Context: an optimization exercise on an open-source flow, tuned for small area and a short achievable clock period. The choices shown serve that exercise and are no tape-out recipe. No run shown here included a check of the RTL's function; only the layout flow was run.

$ cat flow/constraint.sdc
create_clock -name core_clock -period 40.0 [get_ports {clk}]
set_input_delay 8.0000 -clock core_clock [delete_from_list [all_inputs] [get_ports {clk}]]
set_output_delay 8.0000 -clock core_clock [all_outputs]
set_load 0.01 [all_outputs]
$ cat flow/design.v
module d72_burst_check (
    input  wire         clk,
    input  wire         rst,
    input  wire         beat_valid,
    input  wire [31:0]  beat_dq,
    input  wire [7:0]   beat_cb,
    input  wire [1:0]   exp_channel,
    input  wire [29:0]  exp_burst,
    input  wire [15:0]  exp_epoch,
    output reg          res_valid,
    output reg  [1:0]   res_status,
    output reg  [7:0]   res_corrected,
    output wire [511:0] res_data
);
    reg        v;
    reg [31:0] dq;
    reg [7:0]  cb;
    always @(posedge clk) begin
        v  <= beat_valid & ~rst;
        dq <= beat_dq;
        cb <= beat_cb;
    end
    reg [3:0] cnt;
    always @(posedge clk)
        if (rst) cnt <= 4'd0;
        else if (v) cnt <= cnt + 4'd1;
    wire odd   = cnt[0];
    wire first = (cnt == 4'd0);
    wire c1    = (cnt == 4'd1);
    wire last  = (cnt == 4'd15);
    reg [47:0] E;
    wire e_load = v ? last : first;
    always @(posedge clk)
        if (e_load) E <= {exp_epoch, exp_channel, exp_burst};
    wire [7:0] fc;
    wire fc_x35 = E[3] ^ E[27];
    wire fc_x36 = E[7] ^ E[9];
    wire fc_x37 = E[10] ^ E[11];
    wire fc_x38 = E[15] ^ E[17];
    wire fc_x39 = E[18] ^ E[19];
    wire fc_x40 = E[21] ^ E[22];
    wire fc_x41 = E[23] ^ E[25];
    wire fc_x42 = E[24] ^ E[26];
    wire fc_x43 = E[31] ^ fc_x35;
    wire fc_x44 = E[2] ^ fc_x37;
    wire fc_x45 = E[4] ^ fc_x36;
    wire fc_x46 = E[5] ^ fc_x41;
    wire fc_x47 = E[8] ^ fc_x42;
    wire fc_x48 = E[12] ^ fc_x38;
    wire fc_x49 = E[14] ^ fc_x39;
    wire fc_x50 = E[20] ^ E[27];
    wire fc_x51 = cnt[1] ^ fc_x43;
    wire fc_x52 = fc_x40 ^ fc_x45;
    assign fc[0] = E[0] ^ E[10] ^ E[18] ^ E[24] ^ E[28] ^ cnt[2] ^ fc_x48 ^ fc_x51 ^ fc_x52;
    assign fc[1] = E[1] ^ E[11] ^ E[13] ^ E[19] ^ E[21] ^ E[29] ^ cnt[3] ^ fc_x36 ^ fc_x38 ^ fc_x46 ^ fc_x51;
    assign fc[2] = E[6] ^ E[7] ^ E[15] ^ E[22] ^ E[23] ^ E[26] ^ E[30] ^ cnt[2] ^ cnt[3] ^ fc_x43 ^ fc_x44 ^ fc_x49;
    assign fc[3] = E[0] ^ E[1] ^ E[9] ^ E[16] ^ E[17] ^ E[25] ^ fc_x35 ^ fc_x39 ^ fc_x44 ^ fc_x47;
    assign fc[4] = E[6] ^ fc_x37 ^ fc_x46 ^ fc_x47 ^ fc_x50 ^ fc_x52;
    assign fc[5] = E[13] ^ E[16] ^ fc_x40 ^ fc_x41 ^ fc_x42 ^ fc_x48 ^ fc_x49 ^ fc_x50;
    assign fc[6] = E[28] ^ E[29] ^ E[30] ^ E[31];
    assign fc[7] = 1'b0;
    wire [7:0] hlo, hhi;
    wire hlo_x32 = dq[0] ^ dq[1];
    wire hlo_x33 = dq[2] ^ dq[3];
    wire hlo_x34 = dq[4] ^ dq[5];
    wire hlo_x35 = dq[6] ^ dq[8];
    wire hlo_x36 = dq[7] ^ dq[9];
    wire hlo_x37 = dq[10] ^ dq[11];
    wire hlo_x38 = dq[12] ^ dq[14];
    wire hlo_x39 = dq[13] ^ dq[15];
    wire hlo_x40 = dq[16] ^ dq[17];
    wire hlo_x41 = dq[18] ^ dq[19];
    wire hlo_x42 = dq[20] ^ dq[21];
    wire hlo_x43 = dq[22] ^ dq[24];
    wire hlo_x44 = dq[23] ^ dq[25];
    wire hlo_x45 = dq[26] ^ dq[27];
    wire hlo_x46 = dq[28] ^ dq[29];
    wire hlo_x47 = dq[30] ^ dq[31];
    wire hlo_x48 = hlo_x40 ^ hlo_x41;
    wire hlo_x49 = hlo_x45 ^ hlo_x46;
    assign hlo[0] = dq[2] ^ dq[7] ^ dq[13] ^ dq[16] ^ dq[23] ^ dq[26] ^ dq[30] ^ hlo_x32 ^ hlo_x34 ^ hlo_x37 ^ hlo_x42;
    assign hlo[1] = dq[3] ^ dq[4] ^ dq[10] ^ dq[17] ^ dq[20] ^ dq[27] ^ dq[31] ^ hlo_x32 ^ hlo_x35 ^ hlo_x38 ^ hlo_x43;
    assign hlo[2] = dq[0] ^ dq[5] ^ dq[6] ^ dq[9] ^ dq[11] ^ dq[12] ^ dq[15] ^ dq[18] ^ dq[21] ^ dq[22] ^ dq[25] ^ dq[28] ^ hlo_x33;
    assign hlo[3] = dq[1] ^ dq[8] ^ dq[14] ^ dq[19] ^ dq[24] ^ dq[29] ^ hlo_x33 ^ hlo_x36 ^ hlo_x39 ^ hlo_x44;
    assign hlo[4] = hlo_x34 ^ hlo_x35 ^ hlo_x36 ^ hlo_x48 ^ hlo_x49;
    assign hlo[5] = hlo_x37 ^ hlo_x38 ^ hlo_x39 ^ hlo_x47 ^ hlo_x48;
    assign hlo[6] = hlo_x42 ^ hlo_x43 ^ hlo_x44 ^ hlo_x47 ^ hlo_x49;
    assign hlo[7] = 1'b0;
    wire hhi_x32 = dq[24] ^ dq[25];
    wire hhi_x33 = dq[26] ^ dq[27];
    wire hhi_x34 = dq[28] ^ dq[29];
    wire hhi_x35 = dq[30] ^ dq[31];
    wire hhi_x36 = hhi_x32 ^ hhi_x35;
    wire hhi_x37 = dq[0] ^ dq[1];
    wire hhi_x38 = dq[2] ^ dq[17];
    wire hhi_x39 = dq[3] ^ dq[4];
    wire hhi_x40 = dq[5] ^ dq[7];
    wire hhi_x41 = dq[6] ^ dq[8];
    wire hhi_x42 = dq[9] ^ dq[10];
    wire hhi_x43 = dq[11] ^ dq[12];
    wire hhi_x44 = dq[13] ^ dq[14];
    wire hhi_x45 = dq[15] ^ dq[16];
    wire hhi_x46 = dq[18] ^ dq[19];
    wire hhi_x47 = dq[20] ^ dq[21];
    wire hhi_x48 = dq[22] ^ dq[23];
    wire hhi_x49 = hhi_x33 ^ hhi_x34;
    wire hhi_x50 = hhi_x33 ^ hhi_x36;
    wire hhi_x51 = hhi_x38 ^ hhi_x49;
    wire hhi_x52 = hhi_x42 ^ hhi_x43;
    wire hhi_x53 = hhi_x44 ^ hhi_x45;
    wire hhi_x54 = hhi_x46 ^ hhi_x47;
    wire hhi_x55 = hhi_x48 ^ hhi_x54;
    assign hhi[0] = dq[6] ^ dq[9] ^ dq[13] ^ dq[18] ^ dq[28] ^ hhi_x39 ^ hhi_x50;
    assign hhi[1] = dq[3] ^ dq[10] ^ dq[14] ^ dq[19] ^ dq[29] ^ hhi_x40 ^ hhi_x50;
    assign hhi[2] = dq[0] ^ dq[4] ^ dq[5] ^ dq[8] ^ dq[11] ^ dq[15] ^ dq[20] ^ dq[26] ^ hhi_x34 ^ hhi_x36;
    assign hhi[3] = dq[1] ^ dq[7] ^ dq[12] ^ dq[16] ^ dq[21] ^ dq[27] ^ dq[30] ^ hhi_x32 ^ hhi_x34 ^ hhi_x41;
    assign hhi[4] = dq[22] ^ dq[24] ^ dq[31] ^ hhi_x51 ^ hhi_x52;
    assign hhi[5] = dq[23] ^ dq[25] ^ hhi_x37 ^ hhi_x51 ^ hhi_x53;
    assign hhi[6] = dq[2] ^ hhi_x35 ^ hhi_x37 ^ hhi_x55;
    assign hhi[7] = dq[17] ^ hhi_x39 ^ hhi_x40 ^ hhi_x41 ^ hhi_x52 ^ hhi_x53 ^ hhi_x55;
    reg [7:0] synp;
    always @(posedge clk)
        if (v & ~odd) synp <= cb ^ hlo ^ fc;
    wire [7:0] syn = synp ^ hhi;
    localparam [511:0] DCOLS = 512'h574f3e3d3b372f1fe0d0c8c4c2c1b0a8a4a2a1989492918c8a898685837068646261585452514c4a49464543383432312c2a292625231c1a191615130e0d0b07;
    wire [63:0] flip;
    wire [7:0]  ecb;
    genvar gi;
    generate
        for (gi = 0; gi < 64; gi = gi + 1) begin : g_dec
            localparam [7:0] COL = DCOLS[8*gi +: 8];
            assign flip[gi] = odd & (syn == COL);
        end
        for (gi = 0; gi < 8; gi = gi + 1) begin : g_decc
            assign ecb[gi] = odd & (syn == (8'd1 << gi));
        end
    endgenerate
    wire cw_corr = |flip | |ecb;
    wire cw_unc  = (syn != 8'd0) & ~cw_corr;
    reg  [31:0] st [0:15];
    wire [31:0] hi_fix = dq ^ flip[63:32];
    integer k;
    always @(posedge clk)
        if (v) begin
            st[0] <= hi_fix;
            st[1] <= st[0] ^ flip[31:0];
            for (k = 2; k < 16; k = k + 1) st[k] <= st[k-1];
        end
    generate
        for (gi = 0; gi < 16; gi = gi + 1) begin : g_out
            assign res_data[32*gi +: 32] = st[15-gi];
        end
    endgenerate
    reg  [15:0] S;
    wire [15:0] s_base = first ? 16'hFFFF : S;
    wire [15:0] s_next;
    wire [15:0] s_dl;
    assign s_dl[0] = flip[0] | flip[2] | flip[7] | flip[8] | flip[9] | flip[11] | flip[12] | flip[15] | flip[18] | flip[24] | flip[25] | flip[27] | flip[34] | flip[35] | flip[36] | flip[43] | flip[44] | flip[46] | flip[48] | flip[51] | flip[52] | flip[56] | flip[60];
    assign s_dl[1] = flip[0] | flip[1] | flip[3] | flip[9] | flip[10] | flip[12] | flip[13] | flip[19] | flip[25] | flip[26] | flip[28] | flip[35] | flip[36] | flip[37] | flip[44] | flip[45] | flip[47] | flip[49] | flip[52] | flip[53] | flip[57] | flip[61];
    assign s_dl[2] = flip[1] | flip[2] | flip[4] | flip[10] | flip[11] | flip[13] | flip[14] | flip[20] | flip[26] | flip[27] | flip[29] | flip[32] | flip[36] | flip[37] | flip[38] | flip[45] | flip[46] | flip[50] | flip[53] | flip[54] | flip[58] | flip[62];
    assign s_dl[3] = flip[2] | flip[3] | flip[5] | flip[11] | flip[12] | flip[14] | flip[15] | flip[21] | flip[27] | flip[28] | flip[30] | flip[33] | flip[37] | flip[38] | flip[39] | flip[46] | flip[47] | flip[51] | flip[54] | flip[55] | flip[59] | flip[63];
    assign s_dl[4] = flip[0] | flip[3] | flip[4] | flip[6] | flip[12] | flip[13] | flip[15] | flip[22] | flip[24] | flip[28] | flip[29] | flip[31] | flip[32] | flip[34] | flip[38] | flip[39] | flip[40] | flip[47] | flip[48] | flip[52] | flip[55] | flip[60];
    assign s_dl[5] = flip[1] | flip[2] | flip[4] | flip[5] | flip[8] | flip[9] | flip[11] | flip[12] | flip[13] | flip[14] | flip[15] | flip[16] | flip[18] | flip[23] | flip[27] | flip[29] | flip[30] | flip[32] | flip[33] | flip[34] | flip[36] | flip[39] | flip[40] | flip[41] | flip[43] | flip[44] | flip[46] | flip[48] | flip[49] | flip[51] | flip[52] | flip[53] | flip[56] | flip[60] | flip[61];
    assign s_dl[6] = flip[0] | flip[2] | flip[3] | flip[5] | flip[6] | flip[8] | flip[9] | flip[10] | flip[12] | flip[13] | flip[14] | flip[15] | flip[17] | flip[19] | flip[24] | flip[28] | flip[30] | flip[31] | flip[33] | flip[34] | flip[35] | flip[37] | flip[41] | flip[42] | flip[44] | flip[45] | flip[47] | flip[49] | flip[50] | flip[52] | flip[53] | flip[54] | flip[57] | flip[61] | flip[62];
    assign s_dl[7] = flip[0] | flip[1] | flip[3] | flip[4] | flip[6] | flip[7] | flip[9] | flip[10] | flip[11] | flip[13] | flip[14] | flip[15] | flip[16] | flip[18] | flip[20] | flip[25] | flip[29] | flip[31] | flip[32] | flip[34] | flip[35] | flip[36] | flip[38] | flip[42] | flip[43] | flip[45] | flip[46] | flip[50] | flip[51] | flip[53] | flip[54] | flip[55] | flip[58] | flip[62] | flip[63];
    assign s_dl[8] = flip[0] | flip[1] | flip[2] | flip[4] | flip[5] | flip[7] | flip[10] | flip[11] | flip[12] | flip[14] | flip[15] | flip[16] | flip[17] | flip[19] | flip[21] | flip[26] | flip[30] | flip[33] | flip[35] | flip[36] | flip[37] | flip[39] | flip[40] | flip[43] | flip[44] | flip[46] | flip[47] | flip[48] | flip[51] | flip[52] | flip[54] | flip[55] | flip[59] | flip[63];
    assign s_dl[9] = flip[0] | flip[1] | flip[2] | flip[3] | flip[5] | flip[6] | flip[11] | flip[12] | flip[13] | flip[15] | flip[17] | flip[18] | flip[20] | flip[22] | flip[24] | flip[27] | flip[31] | flip[32] | flip[34] | flip[36] | flip[37] | flip[38] | flip[40] | flip[41] | flip[44] | flip[45] | flip[47] | flip[48] | flip[49] | flip[52] | flip[53] | flip[55] | flip[60];
    assign s_dl[10] = flip[0] | flip[1] | flip[2] | flip[3] | flip[4] | flip[6] | flip[7] | flip[12] | flip[13] | flip[14] | flip[16] | flip[18] | flip[19] | flip[21] | flip[23] | flip[25] | flip[28] | flip[32] | flip[33] | flip[35] | flip[37] | flip[38] | flip[39] | flip[40] | flip[41] | flip[42] | flip[45] | flip[46] | flip[49] | flip[50] | flip[53] | flip[54] | flip[61];
    assign s_dl[11] = flip[1] | flip[2] | flip[3] | flip[4] | flip[5] | flip[7] | flip[8] | flip[13] | flip[14] | flip[15] | flip[17] | flip[19] | flip[20] | flip[22] | flip[24] | flip[26] | flip[29] | flip[33] | flip[34] | flip[36] | flip[38] | flip[39] | flip[41] | flip[42] | flip[43] | flip[46] | flip[47] | flip[50] | flip[51] | flip[54] | flip[55] | flip[62];
    assign s_dl[12] = flip[3] | flip[4] | flip[5] | flip[6] | flip[7] | flip[8] | flip[11] | flip[12] | flip[14] | flip[20] | flip[21] | flip[23] | flip[30] | flip[32] | flip[36] | flip[37] | flip[39] | flip[40] | flip[42] | flip[46] | flip[47] | flip[48] | flip[55] | flip[56] | flip[60] | flip[63];
    assign s_dl[13] = flip[4] | flip[5] | flip[6] | flip[7] | flip[8] | flip[9] | flip[12] | flip[13] | flip[15] | flip[21] | flip[22] | flip[24] | flip[31] | flip[32] | flip[33] | flip[37] | flip[38] | flip[40] | flip[41] | flip[43] | flip[47] | flip[48] | flip[49] | flip[57] | flip[61];
    assign s_dl[14] = flip[0] | flip[5] | flip[6] | flip[7] | flip[9] | flip[10] | flip[13] | flip[14] | flip[16] | flip[22] | flip[23] | flip[25] | flip[32] | flip[33] | flip[34] | flip[38] | flip[39] | flip[41] | flip[42] | flip[44] | flip[49] | flip[50] | flip[58] | flip[62];
    assign s_dl[15] = flip[1] | flip[6] | flip[7] | flip[8] | flip[10] | flip[11] | flip[14] | flip[15] | flip[17] | flip[23] | flip[24] | flip[26] | flip[33] | flip[34] | flip[35] | flip[39] | flip[42] | flip[43] | flip[45] | flip[50] | flip[51] | flip[59] | flip[63];
    function [15:0] crc32;
        input [15:0] c;
        input [31:0] d;
        integer n, b;
        reg [15:0] x;
        begin
            x = c;
            for (n = 0; n < 4; n = n + 1) begin
                x = x ^ {d[8*n +: 8], 8'd0};
                for (b = 0; b < 8; b = b + 1)
                    x = x[15] ? ((x << 1) ^ 16'h1021) : (x << 1);
            end
            crc32 = x;
        end
    endfunction
    wire [15:0] s_lin = crc32(s_base, dq);
    assign s_next = s_lin ^ s_dl;
    always @(posedge clk) if (v) S <= s_next;
    reg  [15:0] V;
    wire [15:0] v_base = first ? 16'h0000 : V;
    wire [15:0] v_next;
    wire [7:0]  cbe = odd ? 8'h00 : cb;
    assign v_next[0] = v_base[12] ^ cbe[4] ^ ecb[0];
    assign v_next[1] = v_base[13] ^ cbe[0] ^ cbe[5] ^ ecb[1];
    assign v_next[2] = v_base[14] ^ cbe[1] ^ cbe[6] ^ ecb[2];
    assign v_next[3] = v_base[15] ^ cbe[2] ^ cbe[7] ^ ecb[3];
    assign v_next[4] = v_base[0] ^ cbe[3] ^ ecb[4];
    assign v_next[5] = v_base[1] ^ v_base[12] ^ ecb[5];
    assign v_next[6] = v_base[2] ^ v_base[13] ^ ecb[6];
    assign v_next[7] = v_base[3] ^ v_base[14] ^ ecb[7];
    assign v_next[8] = v_base[4] ^ v_base[15] ^ cbe[0];
    assign v_next[9] = v_base[5] ^ cbe[1];
    assign v_next[10] = v_base[6] ^ cbe[2];
    assign v_next[11] = v_base[7] ^ cbe[3];
    assign v_next[12] = v_base[8] ^ v_base[12] ^ cbe[0];
    assign v_next[13] = v_base[9] ^ v_base[13] ^ cbe[1];
    assign v_next[14] = v_base[10] ^ v_base[14] ^ cbe[2];
    assign v_next[15] = v_base[11] ^ v_base[15] ^ cbe[3];
    always @(posedge clk) if (v) V <= v_next;
    reg  [15:0] R;
    wire [15:0] r_base = first ? 16'h0000 : R;
    wire [15:0] r_next;
    wire        t_lo = odd & ~(cnt[3] & cnt[2]);
    wire        t_hi = odd & cnt[3] & cnt[2];
    wire [7:0]  tlo = t_lo ? cb : 8'h00;
    wire [7:0]  thi = t_hi ? cb : 8'h00;
    wire r_next_x32 = thi[3] ^ thi[7];
    wire r_next_x33 = r_base[3] ^ thi[0];
    wire r_next_x34 = thi[2] ^ thi[6];
    wire r_next_x35 = r_base[0] ^ thi[7];
    wire r_next_x36 = r_base[1] ^ thi[0];
    wire r_next_x37 = r_base[2] ^ thi[1];
    wire r_next_x38 = thi[4] ^ r_next_x37;
    wire r_next_x39 = thi[5] ^ r_next_x33;
    assign r_next[0] = r_base[4] ^ thi[1] ^ thi[6] ^ r_next_x32;
    assign r_next[1] = r_base[5] ^ thi[0] ^ thi[2] ^ thi[4] ^ r_next_x35;
    assign r_next[2] = r_base[6] ^ thi[1] ^ thi[3] ^ thi[5] ^ r_next_x36;
    assign r_next[3] = r_base[7] ^ r_next_x34 ^ r_next_x38;
    assign r_next[4] = r_base[8] ^ thi[2] ^ r_next_x32 ^ r_next_x39;
    assign r_next[5] = r_base[9] ^ thi[4] ^ thi[7];
    assign r_next[6] = r_base[10] ^ thi[5];
    assign r_next[7] = r_base[11] ^ thi[6];
    assign r_next[8] = r_base[12] ^ tlo[0] ^ r_next_x35;
    assign r_next[9] = r_base[1] ^ r_base[13] ^ tlo[1];
    assign r_next[10] = r_base[2] ^ r_base[14] ^ tlo[2] ^ thi[0];
    assign r_next[11] = r_base[15] ^ tlo[3] ^ thi[1] ^ r_next_x33;
    assign r_next[12] = r_base[0] ^ tlo[4] ^ r_next_x32 ^ r_next_x34;
    assign r_next[13] = tlo[5] ^ thi[4] ^ r_next_x32 ^ r_next_x36;
    assign r_next[14] = tlo[6] ^ thi[5] ^ r_next_x38;
    assign r_next[15] = tlo[7] ^ r_next_x34 ^ r_next_x39;
    always @(posedge clk) if (v) R <= r_next;
    wire [15:0] chk;
    wire chk_x48 = s_next[0] ^ s_next[7];
    wire chk_x49 = s_next[1] ^ s_next[8];
    wire chk_x50 = s_next[2] ^ s_next[9];
    wire chk_x51 = s_next[3] ^ s_next[10];
    wire chk_x52 = s_next[4] ^ s_next[11];
    wire chk_x53 = s_next[5] ^ s_next[12];
    wire chk_x54 = s_next[6] ^ s_next[13];
    wire chk_x55 = s_next[14] ^ chk_x48;
    wire chk_x56 = s_next[0] ^ chk_x50;
    wire chk_x57 = s_next[10] ^ chk_x49;
    assign chk[0] = s_next[0] ^ s_next[1] ^ v_next[0] ^ r_next[0] ^ chk_x51;
    assign chk[1] = s_next[1] ^ s_next[2] ^ v_next[1] ^ r_next[1] ^ chk_x52;
    assign chk[2] = s_next[2] ^ s_next[3] ^ v_next[2] ^ r_next[2] ^ chk_x53;
    assign chk[3] = s_next[3] ^ s_next[4] ^ v_next[3] ^ r_next[3] ^ chk_x54;
    assign chk[4] = s_next[4] ^ s_next[5] ^ v_next[4] ^ r_next[4] ^ chk_x55;
    assign chk[5] = s_next[5] ^ s_next[6] ^ s_next[8] ^ s_next[15] ^ v_next[5] ^ r_next[5] ^ chk_x51;
    assign chk[6] = s_next[6] ^ s_next[9] ^ v_next[6] ^ r_next[6] ^ chk_x48 ^ chk_x52;
    assign chk[7] = s_next[7] ^ v_next[7] ^ r_next[7] ^ chk_x53 ^ chk_x57;
    assign chk[8] = s_next[8] ^ s_next[11] ^ v_next[8] ^ r_next[8] ^ chk_x50 ^ chk_x54;
    assign chk[9] = s_next[9] ^ s_next[12] ^ v_next[9] ^ r_next[9] ^ chk_x51 ^ chk_x55;
    assign chk[10] = s_next[13] ^ s_next[15] ^ v_next[10] ^ r_next[10] ^ chk_x52 ^ chk_x57;
    assign chk[11] = s_next[11] ^ s_next[14] ^ v_next[11] ^ r_next[11] ^ chk_x53 ^ chk_x56;
    assign chk[12] = s_next[12] ^ s_next[15] ^ v_next[12] ^ r_next[12] ^ chk_x54;
    assign chk[13] = s_next[13] ^ v_next[13] ^ r_next[13] ^ chk_x55;
    assign chk[14] = s_next[14] ^ s_next[15] ^ v_next[14] ^ r_next[14] ^ chk_x49;
    assign chk[15] = s_next[15] ^ v_next[15] ^ r_next[15] ^ chk_x56;
    wire crc_ok = (chk == 16'h0000);
    reg unc, mm;
    reg [7:0] ebyte;
    always @* begin
        case (cnt[3:1])
            3'd0: ebyte = E[7:0];
            3'd1: ebyte = E[15:8];
            3'd2: ebyte = E[23:16];
            3'd3: ebyte = E[31:24];
            3'd4: ebyte = E[39:32];
            3'd5: ebyte = E[47:40];
            default: ebyte = 8'h00;
        endcase
    end
    wire unc_all = (unc & ~c1) | cw_unc;
    always @(posedge clk)
        if (v & odd) begin
            unc <= unc_all;
            res_corrected <= {cw_corr, res_corrected[7:1]};
            if (~(cnt[3] & cnt[2])) mm <= (mm & ~c1) | (cb != ebyte);
        end
    always @(posedge clk) begin
        res_valid <= v & last & ~rst;
        if (v & last) begin
            if (unc_all)      res_status <= 2'd1;
            else if (!crc_ok) res_status <= 2'd2;
            else if (mm)      res_status <= 2'd3;
            else              res_status <= 2'd0;
        end
    end
endmodule
$ cat flow/flow/run.sh
#!/bin/bash
# The standard layout, except:
#  - synthesis maps the logic with an area-oriented ABC script (flow/area.abc)
#    instead of ORFS's speed script; registers are mapped as in the standard
#    synthesis (same dfflibmap step, same names);
#  - port buffers are plain buf_1 cells.
set -euo pipefail
W=$(pwd)
export BUFFER_PORTS_ARGS="-buffer_cell sky130_fd_sc_hd__buf_1"
export SETUP_SLACK_MARGIN=30.8
# synthesis script: synth_recipe.tcl with ORFS's synth.tcl calling ABC with our script
sed "s#log_cmd abc {\*}\$abc_args#log_cmd abc -script $W/flow/area.abc {*}[lrange \$abc_args 2 end]#" \
    "$FLOW_HOME/scripts/synth.tcl" > "$W/synth_core.tcl"
grep -q "flow/area.abc" "$W/synth_core.tcl"
sed "s#source \$::env(SCRIPTS_DIR)/synth.tcl#source $W/synth_core.tcl#" synth_recipe.tcl > "$W/own_synth.tcl"
grep -q "synth_core.tcl" "$W/own_synth.tcl"
bash standard.sh "SYNTH_SCRIPT=$W/own_synth.tcl" synth > synth.log 2>&1
bash standard.sh "SYNTH_SCRIPT=$W/own_synth.tcl" > standard.log 2>&1
$ cat flow/flow/area.abc
strash
dch
map -a
topo
stime -c
buffer -c
upsize -c
dnsize -c
$ cat flow/config.mk
export PLATFORM = sky130hd
export DESIGN_NAME = d72_burst_check
export DESIGN_NICKNAME = d72_burst_check
export VERILOG_FILES = /design/flow/design.v
export SDC_FILE = /design/flow/constraint.sdc
export NUM_CORES = 4
export LEC_CHECK = 0
export CAP_MARGIN = 20
export CORE_MARGIN = 2
export CORE_UTILIZATION = 45
export SLEW_MARGIN = 20
$ cat flow/standard.sh
#!/bin/bash
# synth_recipe.tcl (not shown) runs the flow's synth.tcl, then flattens the netlist and writes it again
# the make line also repeats each setting of config.mk as NAME=value (left out here)
make -C /OpenROAD-flow-scripts/flow DESIGN_CONFIG=/design/flow/config.mk WORK_HOME=/design/flow/orfs CLKGATE_MAP_FILE= SYNTH_SCRIPT=/design/flow/synth_recipe.tcl "${@:-finish}"
==> results.txt, run 1 <==
reg2reg setup slack roughly 33 ns; YS warnings 2; share of layout cells above drive strength 1 0.325; Startpoint Class register; Clock Path Buffers 3; Routed WL ~110,000 um; Final #Nets around 3,000; pins over their slew limit 0; Hold Crit Class reg2reg; root buffer cell clkbuf_16; commonest non-fill, non-tap cell in the layout edfxtp_1; min-delay src st[7][21]; DIE WIDTH between 200 and 300 um; Die H roughly 250 um; CTS tree done; adder-cell share of the synthesized area 0.00134; synth-to-layout area growth 34.3%; delay of the slowest critical-path stage ~0.57 ns; Cell Chain, Critical Path buf_1; Final period util 0.235; Synth Area in XOR/XNOR 0.172; slowest cell on the critical path edfxtp_1; Pre-Repair DR Iteration Count 5; endpoint class of the critical path primary output; Simple-Gate Fraction of Synth Area 0.0794; Detail Route Antenna Nets 0; die area between 0.06 and 0.07 mm2; initial DRC count about 2,000; ys flop type edfxtp_1; hold path depth 0; final setup fails 0; RSZ-0062 raised after global routing true; largest family of logic cells by synthesized area XOR/XNOR gates; WP buf/inv 1; total gr overflow 0; clock transition at the registers of the reported paths approximately 0.06 ns; Worst-Margin Slew between 1 and 1.5 ns; DR DRC count 0; gp weighted congestion around 0.98; arrival time at the worst endpoint ~1.4 ns; Initial Util 0.454; Total GRT Usage 0.309; CTS sink count a little under 700; vias ~20,000; post-synthesis register bit count 674; post-detail-place hpwl 78,300 um; Crit Path Max Fanout 1; Yosys top cell area share 0.674; sequential area share after synthesis 0.707; CP Depth 1; Post-Route Skew about 0.035 ns; cell family with most CP delay flip-flops; ys async rst share 0; H-Tree Depth 3; Worst Setup Path Type reg2out; I/O pins a little over 600; Rel. slew slack 0.266; Synth area leaders edfxtp_1 (67%), xor2_1 (9.9%), xnor2_1 (5.4%), dfxtp_1 (3.3%), nor2_1 (2.4%); Critical Path RT 32.00 ns; first-pass GRT wire length between 100,000 and 150,000 um; I/O Buffers a little over 600; status finished clean; Post-synth EDFFs roughly 630; Syn Area/Cell about 15 um2; most frequent cells in the layout edfxtp_1 (628), xor2_1 (318), buf_4 (318), clkbuf_2 (202), buf_1 (180); Final min period around 9.4 ns; Compound-Gate Fraction of Synth Area 0.0143; largest net degree at the start of global routing just under 200; syn_nets about 2,000; initial antenna violation count 2; Vias/cell ~5.2; # rows 91; Core Area 0.0616 mm2; worst r2r src cnt[0]; Hold Buf Count CTS 0; max cap viols 0; count of cell types in the netlist 52; worst hold endpoint st[8][21]; Yosys top cell by area edfxtp_1; # diodes 0; Max Clock Freq around 0.11 GHz; CTS Buf Count roughly 70; cell count after synthesis just under 2,000; post-synthesis mux area share 0; setup_tns 0 ns; vias in the first global route ~19,000; count of final hold-check violations 0; Clk Latency, worst-skew pair 0.63 ns; post-synthesis cell area ~0.028 mm2; WL/cell ~28 um; R2R depth 29; capture point of the worst reg-to-reg path res_status[1]
## area by class of cell
class | instances | area (um2)
clock buffer | 91 | 1940
clock inverter | 39 | 425
fill | 4649 | 24000
inverter | 155 | 591
multi-input combinational | 1065 | 7480
sequential | 674 | 19800
tap | 837 | 1050
timing repair buffer | 940 | 6330
## worst max path at each step
stage              start       endpoint  slack [ns]
3_3_place_gp   st[1][22]  res_data[470]       31.05
4_1_cts        st[15][8]    res_data[8]       30.62
2_1_floorplan          v           E[0]       30.94
6_report       st[15][8]    res_data[8]       30.59
5_1_grt        st[15][8]    res_data[8]       30.60
3_5_place_dp   st[1][22]  res_data[470]       31.07
## layer usage
metal  wire length [um]  vias to the layer above  share of wire  global-route usage
met5                  0                        -              0                   0
met4               5850                        0          0.055               0.145
met3               8820                      264          0.083              0.0703
met2              51800                     1147           0.49               0.509
met1              40100                     9791           0.38               0.387
li1                   -                     8554              -                   -
## Yosys cell counts, types with 16 or more instances
library cell	number
xnor2_1	173
inv_1	132
clkbuf_1	24
o21ai_0	18
nand2_1	129
xor2_2	19
nand3_1	29
dfxtp_1	46
edfxtp_1	628
a22oi_1	18
nor4_1	25
nor2_2	17
nor3_1	37
nand4_1	20
xor2_1	318
nor2_1	179
inv_2	16
## registers in the layout, indices dropped and copies added (netlist names), 2 cells and up
name and count:
cb 8, res_corrected 8, R 16, S 16
E 48, synp 8, dq 32, cnt 4
res_status 2, st 512, V 16
## repair_timing
action,in CTS,in global routing
setup endpoints to repair,377,444
setup buffers,195,123
hold endpoints to repair,0,0
resized for setup,379,335
## logic make-up after synthesis
| family | count (synthesis) |
|---|---|
| DFF | 674 |
| buffers and inverters | 191 |
| xor gates and xnor gates | 521 |
| adders and majority gates | 3 |
| AOI/OAI and AO/OA | 61 |
| and+or+nand+nor | 480 |
## per-stage QoR
step                hold slack [ns]  setup slack, ns  utilization  instance area [um2]  std cells
global route                  0.434            30.60        0.610                37600       3801
floorplan                     0.452            30.94            -                28000       1930
finish                        0.426            30.59        0.610                37600       3801
global placement              0.427            31.05        0.508                31300       3353
CTS                           0.420            30.62        0.584                36000       3678
detailed placement            0.430            31.07        0.508                31300       3353
==> run 2: changes to the inputs <==
==> flow/design.v (replaced) <==
module d72_burst_check (
    input  wire         clk,
    input  wire         rst,
    input  wire         beat_valid,
    input  wire [31:0]  beat_dq,
    input  wire [7:0]   beat_cb,
    input  wire [1:0]   exp_channel,
    input  wire [29:0]  exp_burst,
    input  wire [15:0]  exp_epoch,
    output reg          res_valid,
    output reg  [1:0]   res_status,
    output reg  [7:0]   res_corrected,
    output reg  [511:0] res_data
);
    localparam [1:0] ST_OK = 2'd0, ST_UNCORR = 2'd1, ST_CRC = 2'd2, ST_TAG = 2'd3;
    localparam [511:0] DCOL = 512'h574f3e3d3b372f1fe0d0c8c4c2c1b0a8a4a2a1989492918c8a898685837068646261585452514c4a49464543383432312c2a292625231c1a191615130e0d0b07;
    localparam [319:0] FCOL = 320'h504e4d4b48474442413f3c3a39363533302e2d2b28272422211e1d1b18171412110f0c0a09060503;
    reg [3:0]   beat_idx;
    reg [39:0]  beats [0:14];       
    reg [1:0]   ctx_channel;
    reg [29:0]  ctx_burst;
    reg [15:0]  ctx_epoch;
    always @(posedge clk) begin
        if (rst) begin
            beat_idx <= 4'd0;
        end else if (beat_valid) begin
            beat_idx <= beat_idx + 4'd1;
            if (beat_idx != 4'd15)
                beats[beat_idx] <= {beat_cb, beat_dq};
            if (beat_idx == 4'd0) begin
                ctx_channel <= exp_channel;
                ctx_burst   <= exp_burst;
                ctx_epoch   <= exp_epoch;
            end
        end
    end
    wire [39:0] beat_all [0:15];
    genvar gb;
    generate
        for (gb = 0; gb < 15; gb = gb + 1) begin : g_beats
            assign beat_all[gb] = beats[gb];
        end
    endgenerate
    assign beat_all[15] = {beat_cb, beat_dq};
    reg [511:0] data_raw, data_fix;
    reg [63:0]  check_raw, check_fix;
    reg [63:0]  tag;
    reg [7:0]   corrected, uncorrectable;
    reg [39:0]  fold;
    reg [7:0]   syn;
    integer w, i;
    always @* begin
        for (w = 0; w < 8; w = w + 1) begin
            data_raw[64*w +: 32]      = beat_all[2*w][31:0];
            data_raw[64*w + 32 +: 32] = beat_all[2*w+1][31:0];
            check_raw[8*w +: 8]       = beat_all[2*w][39:32];
            tag[8*w +: 8]             = beat_all[2*w+1][39:32];
        end
        data_fix      = data_raw;
        check_fix     = check_raw;
        corrected     = 8'd0;
        uncorrectable = 8'd0;
        for (w = 0; w < 8; w = w + 1) begin
            fold = ({38'd0, ctx_channel} << 33) + ({10'd0, ctx_burst} << 3) + w;
            syn  = check_raw[8*w +: 8];
            for (i = 0; i < 64; i = i + 1)
                if (data_raw[64*w + i]) syn = syn ^ DCOL[8*i +: 8];
            for (i = 0; i < 40; i = i + 1)
                if (fold[i]) syn = syn ^ FCOL[8*i +: 8];
            if (syn != 8'd0) begin
                uncorrectable[w] = 1'b1;
                for (i = 0; i < 64; i = i + 1)
                    if (syn == DCOL[8*i +: 8]) begin
                        data_fix[64*w + i] = ~data_raw[64*w + i];
                        corrected[w]       = 1'b1;
                        uncorrectable[w]   = 1'b0;
                    end
                for (i = 0; i < 8; i = i + 1)
                    if (syn == (8'd1 << i)) begin
                        check_fix[8*w + i] = ~check_raw[8*w + i];
                        corrected[w]       = 1'b1;
                        uncorrectable[w]   = 1'b0;
                    end
            end
        end
    end
    function [15:0] crc_byte;
        input [15:0] crc;
        input [7:0]  b;
        integer k;
        reg [15:0] c;
        begin
            c = crc ^ {b, 8'd0};
            for (k = 0; k < 8; k = k + 1)
                c = c[15] ? ((c << 1) ^ 16'h1021) : (c << 1);
            crc_byte = c;
        end
    endfunction
    reg [15:0] crc;
    integer n;
    always @* begin
        crc = 16'hFFFF;
        for (n = 0; n < 64; n = n + 1)
            crc = crc_byte(crc, data_fix[8*n +: 8]);
        for (n = 0; n < 8; n = n + 1)
            crc = crc_byte(crc, check_fix[8*n +: 8]);
        for (n = 5; n >= 0; n = n - 1)
            crc = crc_byte(crc, tag[8*n +: 8]);
    end
    wire tag_ok = (tag[47:32] == ctx_epoch) && (tag[31:30] == ctx_channel) &&
                  (tag[29:0] == ctx_burst);
    always @(posedge clk) begin
        if (rst) begin
            res_valid <= 1'b0;
        end else begin
            res_valid <= beat_valid && (beat_idx == 4'd15);
            if (beat_valid && (beat_idx == 4'd15)) begin
                res_data      <= data_fix;
                res_corrected <= corrected;
                if (uncorrectable != 8'd0)
                    res_status <= ST_UNCORR;
                else if (crc != tag[63:48])
                    res_status <= ST_CRC;
                else if (!tag_ok)
                    res_status <= ST_TAG;
                else
                    res_status <= ST_OK;
            end
        end
    end
endmodule
==> flow/run.sh (new file) <==
#!/bin/bash
# synth_recipe.tcl (not shown) runs the flow's synth.tcl, then flattens the netlist and writes it again
# the make line also repeats each setting of config.mk as NAME=value (left out here)
make -C /OpenROAD-flow-scripts/flow DESIGN_CONFIG=/design/flow/config.mk WORK_HOME=/design/flow/orfs CLKGATE_MAP_FILE= SYNTH_SCRIPT=/design/flow/synth_recipe.tcl finish
--- a/flow/config.mk
+++ b/flow/config.mk
@@ -9,3 +9,3 @@
 export CORE_MARGIN = 2
-export CORE_UTILIZATION = 45
+export CORE_UTILIZATION = 40
 export SLEW_MARGIN = 20
removed: flow/flow/run.sh
removed: flow/flow/area.abc
removed: flow/standard.sh
==> run 2 against run 1 <==
  * Critical path depth up 74
  * Global-route usage down 1.1 points
  * Utilization down 15 points
  * Synthesized cell count rose to 3.8 times the previous value
==> results.txt, run 2 <==
DIE WIDTH 501 um (+98%); pins over their slew limit 0 (unchanged); sequential area share after synthesis 0.357 (-0.349); Worst-Margin Slew 1.19 ns (+0.0869 ns); most frequent cells in the layout xnor2_1 (2,311), edfxtp_1 (1,170), xnor3_1 (837), xor2_1 (818), clkdlybuf4s50_1 (610); Worst Setup Path Type reg2reg; die area 0.251 mm2 (+290%); min-delay src beat_idx[3]; Crit Path Max Fanout 17 (+16); Max Clock Freq 0.0264 GHz (-75%); count of final hold-check violations 0 (unchanged); syn_nets 7,483 (+270%); capture point of the worst reg-to-reg path res_status[1]; Yosys top cell by area edfxtp_1; Routed WL 381,000 um (+260%); initial antenna violation count 40 (+38); Rel. slew slack 0.204 (-0.0618); slowest cell on the critical path xnor3_1; root buffer cell clkbuf_16; synth-to-layout area growth 15.5%; GR Util met3 0.0414 (-0.0289); Post-Route Skew 0.0562 ns (+0.0209 ns); Final #Nets 8,249 (+170%); CTS tree done; post-detail-place hpwl 302,000 um (+290%); hold path depth 1 (+1); DR DRC count 0 (unchanged); Post-Place Cells 11,234 (+240%); first-pass GRT wire length 516,000 um (+270%); met2 Usage GRT 0.472 (-0.0379); ys flop type edfxtp_1; Pre-Repair DR Iteration Count 7 (+2); Final min period 37.88 ns (+28.47 ns); Clock Path Buffers 3 (unchanged); R2R depth 75 (+160%); biggest regs beats: 600 flops, res_data: 512 flops, ctx_burst: 30 flops; Detail Route Antenna Nets 0 (unchanged); YS warnings 1 (-1); Post-CTS Setup Inserts 0 (-100%); Finished Core Util 0.464 (-0.146); Total GRT Usage 0.298 (-0.0105); Hold Crit Class reg2reg; endpoint class of the critical path register; Critical Path RT 40.54 ns (+8.54 ns); H-Tree Depth 4 (+1); met1 GRT Util 0.418 (+0.0311); Post-synth EDFFs 1,170 (+86%); delay of the slowest critical-path stage 0.78 ns (+0.21 ns); Initial Util 0.402 (-0.0526); final setup fails 0 (unchanged); Final period util 0.947 (+0.712); gp weighted congestion 0.991 (+1.2%); Die H 501 um (+98%); Yosys top cell area share 0.356 (-0.317); fillers 21,930 (+370%); max cap viols 0 (unchanged); Clk Latency, worst-skew pair 0.84 ns (+0.21 ns); share of layout cells above drive strength 1 0.0755 (-0.250); worst hold slack 0.583 ns (+0.157 ns); post-synthesis register bit count 1,175 (+74%); largest net degree at the start of global routing 88 (-56%); Post-CTS Resized 0 (-100%); ys async rst share 0 (unchanged); vias 62,136 (+210%); I/O Buffers 613 (unchanged); CTS sink count 1,175 (+74%); most frequent cells after synthesis xnor2_1 (2,316), edfxtp_1 (1,170), xnor3_1 (837); Core Area 0.245 mm2 (+300%); # rows 182 (+100%); reg2reg setup slack 2.12 ns (-30.39 ns); Syn Area/Cell 13.4 um2 (-7.9%); CP dominant cell by count xnor3_1; vias in the first global route 61,248 (+230%); arrival time at the worst endpoint 38.42 ns (+37.01 ns); commonest non-fill, non-tap cell in the layout xnor2_1; Startpoint Class register; CTS Buf Count 137 (+90%); fin cells 11,504 (+200%); largest reg by FF count beats; busiest metal layer after global routing met2; most frequent cell after synthesis xnor2_1; I/O pins 614 (unchanged); total gr overflow 0 (unchanged); setup_tns 0 ns (unchanged); number of flip-flops in the largest register 600 (+17%); Hold Buf Count CTS 0 (unchanged); cell count after synthesis 7,388 (+280%); WL/cell 33.1 um (+18%); count of cell types in the netlist 83 (+60%); worst hold endpoint res_valid; status finished clean; post-synthesis cell area 0.0986 mm2 (+250%); worst r2r src ctx_burst[27]; clock transition at the registers of the reported paths 0.06 ns (about the same); RSZ-0062 raised after global routing false; initial DRC count 8,176 (+300%); Vias/cell 5.40 (+3.9%); Synth area leaders edfxtp_1 (36%), xnor2_1 (21%), xnor3_1 (19%), xor2_1 (7.3%), xor3_1 (3.6%)
## run 2: cell count changes in the layout (fill, tap and decap cells not counted), sizes merged, moves of 126 or more
| cell | previous run | this run |
|---|---|---|
| nor2 | 197 | 387 |
| xor2 | 338 | 848 |
| xnor3 | 0 | 919 |
| clkbuf | 293 | 167 |
| xor3 | 0 | 175 |
| buf | 738 | 128 |
| edfxtp | 628 | 1170 |
| nand2 | 135 | 425 |
| clkdlybuf4s50 | 0 | 610 |
| xnor2 | 183 | 2404 |
## run 2: worst max path at each step
stage,slack (ns),cells after the start,endpoint,start
floorplan,9.10,77,res_status[1],ctx_burst[7]
global placement,2.65,75,res_status[1],ctx_burst[27]
detailed placement,2.55,75,res_status[1],ctx_burst[27]
CTS,2.38,75,res_status[1],ctx_burst[27]
global route,1.21,75,res_status[1],ctx_burst[27]
finish,2.12,75,res_status[1],ctx_burst[27]
## run 2: cell families after synthesis
kind of cell | synth area share
XOR/XNOR | 0.553
adder cells (fa/ha/maj) | 0.000507
flip-flops | 0.357
AO/OA/AOI/OAI | 0.0173
multiplexers | 0.00134
buffers and inverters | 0.0128
AND/OR/NAND/NOR | 0.0584
## run 2: per-layer routing
metal	wire length [um]	part of all wire
met4	15200	0.040
met5	41	0.00011
met2	175000	0.46
met1	159000	0.42
met3	31700	0.083
## run 2: critical path: cells and delay by family (launching register included)
kind / cells / cell delay [ns]
xor gates and xnor gates: 69 / 34.59
and+or+nand+nor: 2 / 0.98
AOI/OAI and AO/OA: 4 / 1.32
DFF: 1 / 0.57
## run 2: layout make-up
class	count	area, um2	area share
Antenna cell	19	47.5	0.000417
Clock buffer	167	3540	0.0311
Clock inverter	83	1010	0.00886
Inverter	217	815	0.00715
Multi-Input combinational cell	5885	62200	0.546
Sequential cell	1175	35200	0.309
Tap cell	3220	4030	0.0353
Timing Repair Buffer	738	7080	0.0622
## run 2: per-stage QoR
step           cell area (um2)  setup WS, ns
5_1_grt                 114000          1.21
3_3_place_gp            109000          2.65
3_5_place_dp            109000          2.55
2_1_floorplan            98600          9.10
4_1_cts                 114000          2.38
6_report                114000          2.12

==> separate check: timing with driven ports <==
The results above use ideal ports. As a check the final layouts listed here were re-extracted and re-timed, cells and wires unchanged. Step 1: set_driving_cell puts a clkbuf_16 on clk and a buf_2 on each other input, an assumption about the parent block. Step 2 adds t to the input delays and takes it off the output delays; t is the mean of the earliest and latest rising clock arrival at the registers after step 1. Input paths then give back, and output paths get back, about the clock's delay inside the block. Slacks: ideal / step 1 / step 2; pairs: ideal / step 1.
run | shift t [ns] | setup WS [ns] | worst hold slack (ns) | worst register clock-pin slew, ns
run 1 | 0.679 | 30.590 / 30.527 / 31.207 | 0.426 / 0.426 / 0.426 | 0.07 / 0.07
run 2 | 0.905 | 2.115 / 2.115 / 2.115 | 0.583 / 0.583 / 0.583 | 0.07 / 0.07
After both steps every run listed still meets setup and hold.
